Source: an optimization exercise on an open RTL-to-GDS flow (aim: small area, a short achievable clock period and few clock cycles). Production flows keep margins and buffers that such runs may drop.
No functional check of the RTL was part of any run shown here.

==> design.v <==
module canopy_fec_tx (
    input  wire        clk,
    input  wire        rst,         
    input  wire        start,
    input  wire [30:0] seed,
    input  wire        in_valid,
    output wire        in_ready,
    input  wire [9:0]  in_sym,
    output reg         out_valid,
    input  wire        out_ready,
    output reg  [13:0] out_trits,
    output reg         out_first    
);
    localparam integer K = 528;
    localparam integer GROUPS_PER_SF = 5440;
    function [9:0] gf_mul(input [9:0] a, input [9:0] b);
        integer i;
        reg [9:0] acc;
        reg [9:0] sh;
        begin
            acc = 10'd0;
            sh  = a;
            for (i = 0; i < 10; i = i + 1) begin
                if (b[i])
                    acc = acc ^ sh;
                sh = {sh[8:0], 1'b0} ^ (sh[9] ? 10'h009 : 10'h000);
            end
            gf_mul = acc;
        end
    endfunction
    function [9:0] gen_coef(input integer i);
        case (i)
            0:  gen_coef = 10'h378;
            1:  gen_coef = 10'h3c0;
            2:  gen_coef = 10'h2ea;
            3:  gen_coef = 10'h1cd;
            4:  gen_coef = 10'h253;
            5:  gen_coef = 10'h0da;
            6:  gen_coef = 10'h269;
            7:  gen_coef = 10'h0cc;
            8:  gen_coef = 10'h01b;
            9:  gen_coef = 10'h2e8;
            10: gen_coef = 10'h3ed;
            11: gen_coef = 10'h28a;
            12: gen_coef = 10'h2d4;
            13: gen_coef = 10'h2ec;
            14: gen_coef = 10'h226;
            default: gen_coef = 10'h238;
        endcase
    endfunction
    reg        in_ready_r;
    reg  [9:0] sym_q;           
    reg        v_q;
    reg  [9:0] acnt;            
    reg  [3:0] pcnt;            
    reg        flush;           
    reg  [9:0] par [0:15];
    reg [30:0] scr;
    reg [19:0] gw;              
    reg  [4:0] cnt;
    reg [10:0] e_q;             
    reg        e_v, e_first;
    reg [12:0] grp_cnt;
    assign in_ready = in_ready_r;
    wire acc       = in_valid & in_ready_r & ~start & ~rst;
    wire room      = (cnt <= 5'd10);
    wire par_phase = (acnt == K[9:0]) & ~v_q;
    wire push_d    = v_q & room;
    wire push_p    = par_phase & (flush | room);
    wire push      = push_d | push_p;
    wire push_w    = push & ~flush;
    wire wrap      = push_p & (pcnt == 4'd15);
    wire [9:0] fb     = v_q ? (sym_q ^ par[15]) : 10'd0;
    wire [9:0] cw_sym = v_q ? sym_q : par[15];
    reg  [9:0] key;
    integer b;
    always @(*)
        for (b = 0; b < 10; b = b + 1)
            key[9-b] = scr[30-b] ^ scr[27-b];
    wire [9:0] s = cw_sym ^ key;
    wire [29:0] z = {gw, s};
    wire [10:0] grp = z[cnt + 5'd9 -: 11];
    wire        have = push_w ? (cnt != 5'd0) : (cnt >= 5'd11);
    wire adv_out = ~out_valid | out_ready;
    wire adv_e   = ~e_v | adv_out;
    wire pop     = adv_e & have;
    wire [4:0] cnt_next = cnt + (push_w ? 5'd10 : 5'd0) - (pop ? 5'd11 : 5'd0);
    wire [9:0] acnt_base = wrap ? 10'd0 : acnt;
    wire [9:0] acnt_next = acnt_base + {9'd0, acc};
    wire       v_next    = acc | (v_q & ~push_d);
    wire       room_next = (cnt_next <= 5'd10);
    wire [3:0] pcnt_next = push_p ? pcnt + 4'd1 : pcnt;
    wire       flush_next = flush & ~wrap;
    wire       par_next  = (acnt_next == K[9:0]) & ~v_next;
    wire       ready_next =
        ((acnt_next != K[9:0]) & (~v_next | room_next)) |
        (par_next & (pcnt_next == 4'd15) & (flush_next | room_next));
    integer i;
    always @(posedge clk) begin
        sym_q <= acc ? in_sym : sym_q;
        if (push) begin
            par[0] <= gf_mul(fb, gen_coef(0));
            for (i = 1; i < 16; i = i + 1)
                par[i] <= par[i-1] ^ gf_mul(fb, gen_coef(i));
        end
        if (push_w)
            gw <= {gw[9:0], s};
        if (start)
            scr <= seed;
        else if (push_w)
            scr <= {scr[20:0], key};
    end
    always @(posedge clk) begin
        if (rst || start) begin
            in_ready_r <= 1'b0;
            v_q        <= 1'b0;
            acnt       <= K[9:0];
            pcnt       <= 4'd0;
            flush      <= 1'b1;
            cnt        <= 5'd0;
        end else begin
            in_ready_r <= ready_next;
            v_q        <= v_next;
            acnt       <= acnt_next;
            pcnt       <= pcnt_next;
            flush      <= flush_next;
            cnt        <= cnt_next;
        end
    end
    reg  [13:0] trits;
    reg  [10:0] v;
    integer t;
    always @(*) begin
        v = e_q;
        for (t = 0; t < 7; t = t + 1) begin
            trits[2*t +: 2] = v % 3;
            v = v / 3;
        end
    end
    always @(posedge clk) begin
        if (rst || start) begin
            e_v       <= 1'b0;
            out_valid <= 1'b0;
            grp_cnt   <= 13'd0;
        end else begin
            if (adv_e) begin
                e_v <= have;
                if (have) begin
                    e_q     <= grp;
                    e_first <= (grp_cnt == 13'd0);
                    grp_cnt <= (grp_cnt == GROUPS_PER_SF - 1) ? 13'd0 : grp_cnt + 13'd1;
                end
            end
            if (adv_out) begin
                out_valid <= e_v;
                out_trits <= trits;
                out_first <= e_first;
            end
        end
    end
endmodule
==> run.sh <==
#!/bin/bash
# synth_recipe.tcl (not shown) runs the flow's synth.tcl, then flattens the netlist and writes it again
# the make line also repeats each setting of config.mk as NAME=value (left out here)
make -C /OpenROAD-flow-scripts/flow DESIGN_CONFIG=/design/flow/config.mk WORK_HOME=/design/flow/orfs CLKGATE_MAP_FILE= SYNTH_SCRIPT=/design/flow/synth_recipe.tcl finish
==> config.mk <==
export PLATFORM = sky130hd
export DESIGN_NAME = canopy_fec_tx
export DESIGN_NICKNAME = canopy_fec_tx
export VERILOG_FILES = /design/flow/design.v
export SDC_FILE = /design/flow/constraint.sdc
export NUM_CORES = 4
export LEC_CHECK = 0
export ABC_CLOCK_PERIOD_IN_PS = 3500
export CAP_MARGIN = 20
export CORE_MARGIN = 2
export CORE_UTILIZATION = 40
export SLEW_MARGIN = 20
==> constraint.sdc <==
create_clock -name core_clock -period 13.0 [get_ports {clk}]
set_input_delay 2.6000 -clock core_clock [delete_from_list [all_inputs] [get_ports {clk}]]
set_output_delay 2.6000 -clock core_clock [all_outputs]
set_load 0.01 [all_outputs]
==> impl_metrics.env, run 1 <==
export IMPL_status="no timing/DRC/antenna violations"
export IMPL_rows=83
export IMPL_layout_setup_ws_ps=718
export IMPL_setup_viol=0
export IMPL_postSynthAreaPerCell_um2=9.99
export IMPL_cp_required_ps=13290
export IMPL_synth_simple_area_share_pct=12.3
export IMPL_synth_xor_area_share_pct=20.6
export IMPL_h_tree_depth=2
export IMPL_die_h_um=231
export IMPL_fin_cells=2844
export IMPL_ys_seq_elements=285
export IMPL_cp_max_fo=8
export IMPL_clk_latency_ps=560
export IMPL_antenna_found_initial=0
export IMPL_synth_cells=2068
export IMPL_finalCriticalPeriod_ps=12280
export IMPL_grt_pass1_wl_um=84400
export IMPL_start_util_pct=40.4
export IMPL_crit_path_end_kind="flop"
export IMPL_tns_ps=0
export IMPL_synth_compound_area_share_pct=15.6
export IMPL_dp_slack_ps=-442
export IMPL_timing_final_crit_share_pct=94.5
export IMPL_place_congestion=0.896
export IMPL_synth_cell_types=106
export IMPL_met3_usage_pct=3.36
export IMPL_fillers=4777
export IMPL_fmax_mhz=81.4
export IMPL_via_per_inst=5.50
export IMPL_dieArea_um2=53500
export IMPL_core_area_um2=51200
export IMPL_postRouteAntennaNets=0
export IMPL_dr_pass1_iters=5
export IMPL_use_met1_pct=26.7
export IMPL_dpl_cell_count=2763
export IMPL_post_drt_wl_per_cell_um=18.5
export IMPL_path_clk_slew_ps=60
export IMPL_drc=0
export IMPL_dp_hpwl_um=38100
export IMPL_hold_violations=0
export IMPL_synth_cell_area_um2=20700
export IMPL_ctsHoldBuffers=0
export IMPL_num_vias=15600
export IMPL_synth_fa_ha_area_share_pct=2.65
export IMPL_busiest_layer="met2"
export IMPL_n_antenna_cell=0
export IMPL_slew_headroom_pct=24.7
export IMPL_clockBufferDepth=3
export IMPL_cts_sinks=285
export IMPL_io_buffers=62
export IMPL_layout_area_seq_um2=8190
export IMPL_hold_ws_ps=431
export IMPL_synth_nets=2156
export IMPL_final_nets=2226
export IMPL_ys_flop_type="edfxtp_1"
export IMPL_maxCapViolCount=0
export IMPL_crit_type="flop to flop"
export IMPL_met2_usage_pct=32.6
export IMPL_drive_above_1_share_pct=12.6
export IMPL_crit_path_top_delay_cell="a2111oi_4"
export IMPL_drv_slew=0
export IMPL_finClkSkew_ps=33.0
export IMPL_globalRoute_totalOverflow=0
export IMPL_numCtsBuffers=35
export IMPL_yosysSeqAreaShare_pct=39.6
export IMPL_synthMuxAreaShare_pct=5.97
export IMPL_cts_root_buffer="clkbuf_16"
export IMPL_synth_top_family_by_area="XOR/XNOR gates"
export IMPL_track_usage_pct=19.7
export IMPL_multi_input_area_um2=12000
export IMPL_async_flop_share_pct=0
export IMPL_cts_tree="built"
export IMPL_yosys_warnings=2
export IMPL_grt_pass1_vias=15400
export IMPL_grt_max_degree=77
export IMPL_die_width_um=231
export IMPL_synth_edf_count=248
export IMPL_cpPeakStageDelay_ps=480
export IMPL_detail_route_iter0_violations=1216
export IMPL_hold_class="flop to flop"
export IMPL_worstMarginPinSlew_ps=1130
export IMPL_io_pins=63
export IMPL_area_growth_pct=14.2
export IMPL_crit_arrival_ps=12570
export IMPL_startpoint_type="flop"
export IMPL_cp_common_cell="ha_1"
export IMPL_routed_wl_um=52700
-- stage by stage --
step	cell area (um2)	util (%)
floorplan	20700	-
global placement	22100	43.2
detailed placement	22100	43.2
CTS	23300	45.5
global route	23600	46.1
finish	23600	46.1
-- registers in the layout, indices dropped and copies added (netlist names) --
register and cells:
par 160, scr 31, gw 20, out_trits 14
grp_cnt 13, e_q 11, acnt 10, sym_q 10
cnt 5, pcnt 4, e_first 1, e_v 1
flush 1, in_ready_r 1, out_first 1, out_valid 1
v_q 1
-- layout make-up --
class	count	share of cell area [%]
Clock buffer	42	3.88
Clock inverter	21	0.822
Inverter	58	0.922
Multi-Input combinational cell	1620	51.0
Sequential cell	285	34.7
Tap cell	680	3.60
Timing Repair Buffer	138	5.12
-- cell usage after synthesis, types with 7 or more instances --
master,instances,area (um2)
dfxtp_1,37,741
ha_1,39,488
a31o_2,7,61.3
o22ai_1,19,119
mux2i_1,55,551
a21o_1,15,113
and2_1,19,119
xor2_1,199,1740
nor2_1,161,604
o21a_1,8,60.1
and3_1,10,62.6
or2_2,9,56.3
clkbuf_1,67,251
nand2_1,149,559
o211ai_1,20,150
buf_1,13,48.8
nor2b_1,13,81.3
a2111oi_0,7,61.3
a32oi_1,7,61.3
a21oi_1,89,445
o21ai_1,10,50.1
a31oi_1,19,119
mux2_2,49,552
a211oi_1,24,180
o31a_1,7,61.3
xnor2_1,286,2500
inv_1,55,206
o21ai_0,84,420
o31ai_1,13,97.6
buf_2,16,80.1
nor3_1,34,170
nand2b_1,19,119
nand3_1,57,285
a221oi_1,8,70.1
nor4_1,12,75.1
nand4_1,18,113
edfxtp_1,248,7450
-- critical path, delay by kind of cell, from the launching register on --
family                   cells  cell delay (ps)
AO/OA/AOI/OAI               27             5070
flip-flops                   1              440
XOR/XNOR                     6              970
buffers and inverters        4              610
multiplexers                 1              350
AND/OR/NAND/NOR             12             2680
adder cells (fa/ha/maj)      9             1910
-- cells in the final DEF (no fill, tap or decap), types with 57 or more instances in the layout --
cell             netlist  layout
xnor2_1              286     284
edfxtp_1             248     248
xor2_1               199     199
nor2_1               161     159
nand2_1              149     148
a21oi_1               89      85
o21ai_0               84      83
buf_4                  6      74
clkdlybuf4s50_1        0      62
nand3_1               57      57
-- cell families after synthesis --
| group | count (synthesis) |
|---|---|
| simple gates | 538 |
| xor+xnor | 485 |
| compound gates | 444 |
| flops | 285 |
| buf+inv | 163 |
| mux | 111 |
| fa+ha+maj | 42 |
-- worst paths after layout --
kind | startpoint | to | slack (ps) | cells past startpoint
hold reg to reg | e_first$_DFFE_PP_ | out_first$_DFFE_PP_ | 430 | 0
setup / recovery | e_q[10]$_DFFE_PP_ | out_trits[13]$_DFFE_PP_ | 720 | 59
setup reg to reg | e_q[10]$_DFFE_PP_ | out_trits[13]$_DFFE_PP_ | 720 | 59
hold / removal | e_first$_DFFE_PP_ | out_first$_DFFE_PP_ | 430 | 0
-- routing by layer --
metal  vias up  part of all wire (%)
met5         -                     0
met4         0                   2.0
met3        68                   5.4
met2       435                    47
met1      7533                    46
li1       7613                     -
-- repair_timing --
item	4_1_cts	5_1_grt
endpoints found under the setup margin	2	4
gates resized for setup	5	38
setup buffers	1	16
pin swaps	0	12
==> run 2, diff against run 1 <==
--- a/config.mk
+++ b/config.mk
@@ -5,7 +5,7 @@
 export SDC_FILE = /design/flow/constraint.sdc
 export NUM_CORES = 4
 export LEC_CHECK = 0
-export ABC_CLOCK_PERIOD_IN_PS = 3500
+export ABC_AREA = 1
 export CAP_MARGIN = 20
 export CORE_MARGIN = 2
 export CORE_UTILIZATION = 40
==> impl_metrics.env, run 2 <==
export IMPL_r2r_start="e_q[10]$_DFFE_PP_"
export IMPL_place_congestion=0.888
export IMPL_clockBufferDepth=3
export IMPL_fillers=4652
export IMPL_synthMuxAreaShare_pct=0.372
export IMPL_final_common_cell="nand2_1"
export IMPL_cp_required_ps=13300
export IMPL_status="no timing/DRC/antenna violations"
export IMPL_post_drt_wl_per_cell_um=15.9
export IMPL_via_per_inst=4.97
export IMPL_hold_class="flop to flop"
export IMPL_hold_violations=0
export IMPL_grt_pass1_vias=15000
export IMPL_dp_hpwl_um=36600
export IMPL_cts_tree="built"
export IMPL_postSynthAreaPerCell_um2=8.47
export IMPL_rows=81
export IMPL_layout_setup_ws_ps=1030
export IMPL_dieArea_um2=51500
export IMPL_regMostFlops="par"
export IMPL_io_buffers=62
export IMPL_synth_compound_area_share_pct=6.78
export IMPL_cts_root_buffer="clkbuf_16"
export IMPL_ys_flop_type="edfxtp_1"
export IMPL_maxCapViolCount=0
export IMPL_area_growth_pct=14.4
export IMPL_die_width_um=227
export IMPL_largest_reg_flops=160
export IMPL_yosysMostFrequentCell="nand2_1"
export IMPL_synth_top_family_by_area="simple AND/OR/NAND/NOR gates"
export IMPL_finalCriticalPeriod_ps=11970
export IMPL_yosys_area_top_type="edfxtp_1"
export IMPL_final_util_pct=46.4
export IMPL_crit_path_end_kind="flop"
export IMPL_dr_pass1_iters=6
export IMPL_grt_pass1_wl_um=78700
export IMPL_cp_max_fo=9
export IMPL_synth_nets=2433
export IMPL_netlist_area_leader_share_pct=37.5
export IMPL_core_area_um2=49000
export IMPL_synth_cells=2345
export IMPL_num_vias=15600
export IMPL_yosysSeqAreaShare_pct=41.2
export IMPL_crit_arrival_ps=12270
export IMPL_start_util_pct=40.6
export IMPL_worstMarginPinSlew_ps=1120
export IMPL_ctsHoldBuffers=0
export IMPL_synth_edf_count=248
export IMPL_async_flop_share_pct=0
export IMPL_io_pins=63
export IMPL_cpPeakStageDelay_ps=410
export IMPL_netlist_top_cells_area="edfxtp_1, xor2_1, nand2_1, xnor2_1, inv_1"
export IMPL_postRouteAntennaNets=0
export IMPL_final_area_um2=22700
export IMPL_routed_wl_um=49900
export IMPL_finClkSkew_ps=20.1
export IMPL_hold_ws_ps=436
export IMPL_h_tree_depth=2
export IMPL_synth_simple_area_share_pct=22.7
export IMPL_clk_latency_ps=550
export IMPL_place_area_um2=21300
export IMPL_final_cell_mix="nand2_1, xor2_1, inv_1"
export IMPL_fin_cells=3136
export IMPL_cts_sinks=285
export IMPL_drv_slew=0
export IMPL_synth_common_cells="nand2_1, xor2_1, inv_1"
export IMPL_synth_xor_area_share_pct=19.1
export IMPL_drive_above_1_share_pct=10.7
export IMPL_path_clk_slew_ps=60
export IMPL_antenna_found_initial=4
export IMPL_drc=0
export IMPL_crit_path_top_delay_cell="edfxtp_1"
export IMPL_ys_seq_elements=285
export IMPL_timing_final_crit_share_pct=92.1
export IMPL_crit_type="flop to flop"
export IMPL_yosys_warnings=2
export IMPL_setup_viol=0
export IMPL_hp_start="e_first$_DFFE_PP_"
export IMPL_synth_cell_types=60
export IMPL_fmax_mhz=83.5
export IMPL_track_usage_pct=19.5
export IMPL_top_regs="par x160, scr x31, gw x20"
export IMPL_dp_slack_ps=-164
export IMPL_synth_cell_area_um2=19900
export IMPL_startpoint_type="flop"
export IMPL_die_h_um=227
export IMPL_detail_route_iter0_violations=1054
export IMPL_globalRoute_totalOverflow=0
export IMPL_final_nets=2534
export IMPL_cp_common_cell="nand2_1"
export IMPL_grt_max_degree=161
export IMPL_dpl_cell_count=3035
export IMPL_synth_fa_ha_area_share_pct=2.76
export IMPL_slew_headroom_pct=25.1
export IMPL_numCtsBuffers=34
export IMPL_cp_startpoint="e_q[10]$_DFFE_PP_"
==> run 2: cell types whose count changed after synthesis, sizes merged, moves of 26 or more <==
cell and delta:
xnor2 -127, inv +239, nand4 +33, xor2 +75, a21oi -42, nor2 +33
nand3 +56, nand2 +429, mux2 -49, a211oi -26, buf -27, o21ai +28
mux2i -52
==> run 2: layout make-up <==
| class | count | area (um2) | area share, % |
|---|---|---|---|
| diodes | 2 | 5.00 | 0.0220 |
| clock buffers | 48 | 933 | 4.11 |
| clock inverters | 12 | 111 | 0.490 |
| inverters | 310 | 1160 | 5.12 |
| multi-input cells | 1695 | 10400 | 45.9 |
| flip-flops and latches | 285 | 8190 | 36.0 |
| well taps | 664 | 831 | 3.66 |
| repair buffers | 120 | 1070 | 4.70 |
==> run 2: metal layers <==
layer / vias to the layer above / share of wire, % / wire length, um / track usage (%)
li1: 7799 / - / - / -
met1: 7342 / 46 / 22800 / 26.1
met2: 347 / 46 / 23100 / 31.7
met3: 90 / 4.8 / 2370 / 3.03
met4: 0 / 3.3 / 1640 / 7.26
met5: - / 0 / 0 / 0
==> run 2: repair_timing <==
item / 4_1_cts / 5_1_grt
resized for setup: 1 / 30
gates cloned: 0 / 1
pin swaps: 2 / 23
setup endpoints to repair: 2 / 4
setup buffers: 4 / 33
==> run 2: cell families (layout without fill, tap and decap cells) <==
family	after synthesis	count (layout)
mux	7	7
xor+xnor	433	433
fa+ha+maj	42	42
flops	285	285
simple gates	978	979
buf+inv	366	490
other cells	0	2
compound gates	234	234
==> run 2: path summary, 6_finish.rpt <==
path | endpoint | slack [ps] | depth (start not counted)
max | out_trits[13]$_DFFE_PP_ | 1030 | 87
min reg2reg | out_first$_DFFE_PP_ | 440 | 0
min | out_first$_DFFE_PP_ | 440 | 0
max reg2reg | out_trits[13]$_DFFE_PP_ | 1030 | 87
==> run 2: stage by stage <==
| step | TNS, ps |
|---|---|
| detailed placement | -319 |
| CTS | 0 |
| global route | -282 |
| floorplan | 0 |
| finish | 0 |
| global placement | 0 |
==> run 2: worst max-delay path, delay by kind of cell (launching register included) <==
family          cells  cell delay (ps)
compound gates      3              410
xor+xnor            3              450
fa+ha+maj          10             2170
buf+inv            14             1430
flops               1              410
simple gates       57             6860

==> separate check: timing with driven ports <==
How much do the figures lean on ideal ports? The routed layouts below were timed once more, with nothing changed but the port constraints. Step 1 assumes that a clkbuf_16 drives the clock port and a buf_2 every other input. Step 2 also shifts input and output timing later by t, the mid clock arrival at the registers, as if the neighbouring blocks saw the same clock. a / b / c = ideal / step 1 / step 2; a / b = the first two.
run | shift t [ns] | slack for setup (ns) | worst register clock-pin slew, ns
run 1 | 0.595 | 0.718 / 0.718 / 0.718 | 0.06 / 0.06
run 2 | 0.585 | 1.025 / 1.025 / 1.025 | 0.06 / 0.06
After both steps setup and hold are still met in every run listed.
